Background: an optimization exercise with open tools, aiming at small area and a short achievable clock period. Do not read the settings as production practice. Where RTL was checked, it was by simulation tests only, not by an equivalence proof against the original. Power is estimated from default activity; no workload was simulated.

Setup of the reference run:
## hb1dec
module hb1dec (
    input  wire        clk,
    input  wire        rst,         
    input  wire        in_valid,
    input  wire [31:0] in_data,
    output reg         out_valid,
    output reg  [31:0] out_data
);
clock: 18.0 ns
lec_check: 0
cap_margin: 20
core_margin: 2
core_utilization: 60
slew_margin: 20
synth_hierarchical: 1
synth_minimum_keep_size: 0
standard.sh (not shown) runs the stock make flow with config.mk's settings and CLKGATE_MAP_FILE= SYNTH_SCRIPT=/design/flow/synth_recipe.tcl, a recipe that flattens the netlist after the stock synthesis.
==> flow/flow/run.sh <==
#!/bin/bash
# The standard layout (the standard.sh), with the port buffers made of
# buf_2 cells instead of the cell buffer_ports picks by default, and clock
# tree synthesis without dummy loads.
set -euo pipefail
export BUFFER_PORTS_ARGS="-buffer_cell sky130_fd_sc_hd__buf_2"
export CTS_ARGS="-sink_clustering_enable -repair_clock_nets -sink_clustering_size 24 -sink_clustering_max_diameter 100 -dont_use_dummy_load"
bash standard.sh > standard.log 2>&1
> inputs changed (the reference run -> the trial run)
diff --git a/flow/design.v b/flow/design.v
--- a/flow/design.v
+++ b/flow/design.v
@@ -1,60 +1,54 @@
 module hb1dec (
     input  wire        clk,
     input  wire        rst,         
     input  wire        in_valid,
     input  wire [31:0] in_data,
     output reg         out_valid,
     output reg  [31:0] out_data
 );
-    reg        iv;
-    reg [15:0] dlo, dhi;
     reg [15:0] hreg;     
     reg        phase;    
     reg        a1;       
     reg        ea1;      
     reg        b1;       
     reg        nb1;      
     reg        c2, c3, c4;
     reg        c2k;      
     reg        nc2k;     
     reg        nnb;      
     reg  [9:0] vo;       
-    wire oacc = iv & phase;
-    wire eacc = iv & ~phase;
+    wire oacc = in_valid & phase;
+    wire eacc = in_valid & ~phase;
     always @(posedge clk) begin
         c2k  <= b1;
         nc2k <= ~b1;
         nnb  <= nb1;
-        dlo  <= in_data[15:0];
-        dhi  <= in_data[31:16];
-        hreg <= dhi;
+        hreg <= in_data[31:16];
         if (rst) begin
-            iv <= 1'b0;
             phase <= 1'b0;
             a1 <= 1'b0; ea1 <= 1'b0; b1 <= 1'b0; nb1 <= 1'b1;
             c2 <= 1'b0; c3 <= 1'b0; c4 <= 1'b0;
             out_valid <= 1'b0;
             vo <= 10'd0;
         end else begin
-            iv <= in_valid;
-            if (iv) phase <= ~phase;
+            if (in_valid) phase <= ~phase;
             a1 <= oacc; ea1 <= eacc; b1 <= a1; nb1 <= ~a1;
             c2 <= b1; c3 <= c2; c4 <= c3;
             out_valid <= c4;
             if (oacc) vo <= {vo[8:0], 1'b1};
         end
     end
     reg [15:0] os0, os1, os2, os3, os4, os5, os6, os7, os8, os9, os10, os11, os12, os13, os14, os15, os16, os17, os18;
     always @(posedge clk)
         if (oacc | a1) begin
-            os0 <= a1 ? hreg : dlo;
+            os0 <= a1 ? hreg : in_data[15:0];
             os1 <= os0;
             os2 <= os1;
             os3 <= os2;
             os4 <= os3;
             os5 <= os4;
             os6 <= os5;
             os7 <= os6;
             os8 <= os7;
             os9 <= os8;
             os10 <= os9;
@@ -63,21 +57,21 @@
             os13 <= os12;
             os14 <= os13;
             os15 <= os14;
             os16 <= os15;
             os17 <= os16;
             os18 <= os17;
         end
     reg [15:0] es0, es1, es2, es3, es4, es5, es6, es7, es8, es9;
     always @(posedge clk)
         if (eacc | ea1) begin
-            es0 <= ea1 ? hreg : dlo;
+            es0 <= ea1 ? hreg : in_data[15:0];
             es1 <= es0;
             es2 <= es1;
             es3 <= es2;
             es4 <= es3;
             es5 <= es4;
             es6 <= es5;
             es7 <= es6;
             es8 <= es7;
             es9 <= es8;
         end
Summary of the trial run over the reference run: ratio of final minimum period to clock period increased 9.9 points; arrival time reported for the critical path endpoint increased 1.57 ns; die area decreased about 1.4%. Summary — worst setup slack, the trial run relative to the reference run: lower, by 1.78 ns. Routed wire in the trial run totals more than in the reference run. Comparing the trial run and the reference run, the higher number of gates on the worst path with buffers counted was measured on the reference run. In the flow results for the trial run and the reference run, the post-synthesis compound-gate area fraction is larger on the trial run. The trial run has via count of the first global-routing pass above what the reference run had. Summary: with the reference run as the reference, cell count in the trial run moved down slightly. The reference run reports its top routing layer in use as met4 while the trial run reports met5. Est. power | the trial run vs the reference run | the trial run higher. Of the trial run and the reference run, the trial run shows the higher routability-driven placement congestion ratio, with the reference run below it.
Only the layout flow was run in the trial run; the RTL was not checked for function there.

afterwards: timing with drivers on the ports:
Ports are ideal in the flow. The routed layouts listed here were re-timed in OpenROAD.
Step 1 (the two cells are an assumption about what drives the block):
set clk [get_ports {clk}]
set_driving_cell -lib_cell sky130_fd_sc_hd__clkbuf_16 $clk
set_driving_cell -lib_cell sky130_fd_sc_hd__buf_2 [delete_from_list [all_inputs] $clk]
Step 2 moves the port delays by t, midway between the first and last clock arrival at a register: inputs arrive t later, outputs are due t later. That takes back most of the time a late clock gives input paths.
a / b / c = no drivers / after step 1 / after step 2; a / b = the first two.
run	t, ns	slack for setup (ns)	worst register clock-pin slew, ns
the reference run	0.636	13.325 / 13.304 / 13.325	0.10 / 0.10
the trial run	0.638	11.545 / 11.579 / 10.941	0.10 / 0.10
After both steps setup and hold are still met in every run listed. For the trial run, which loses most, drivers alone change the setup slack by +0.034 ns; drivers and shift together by -0.604 ns.
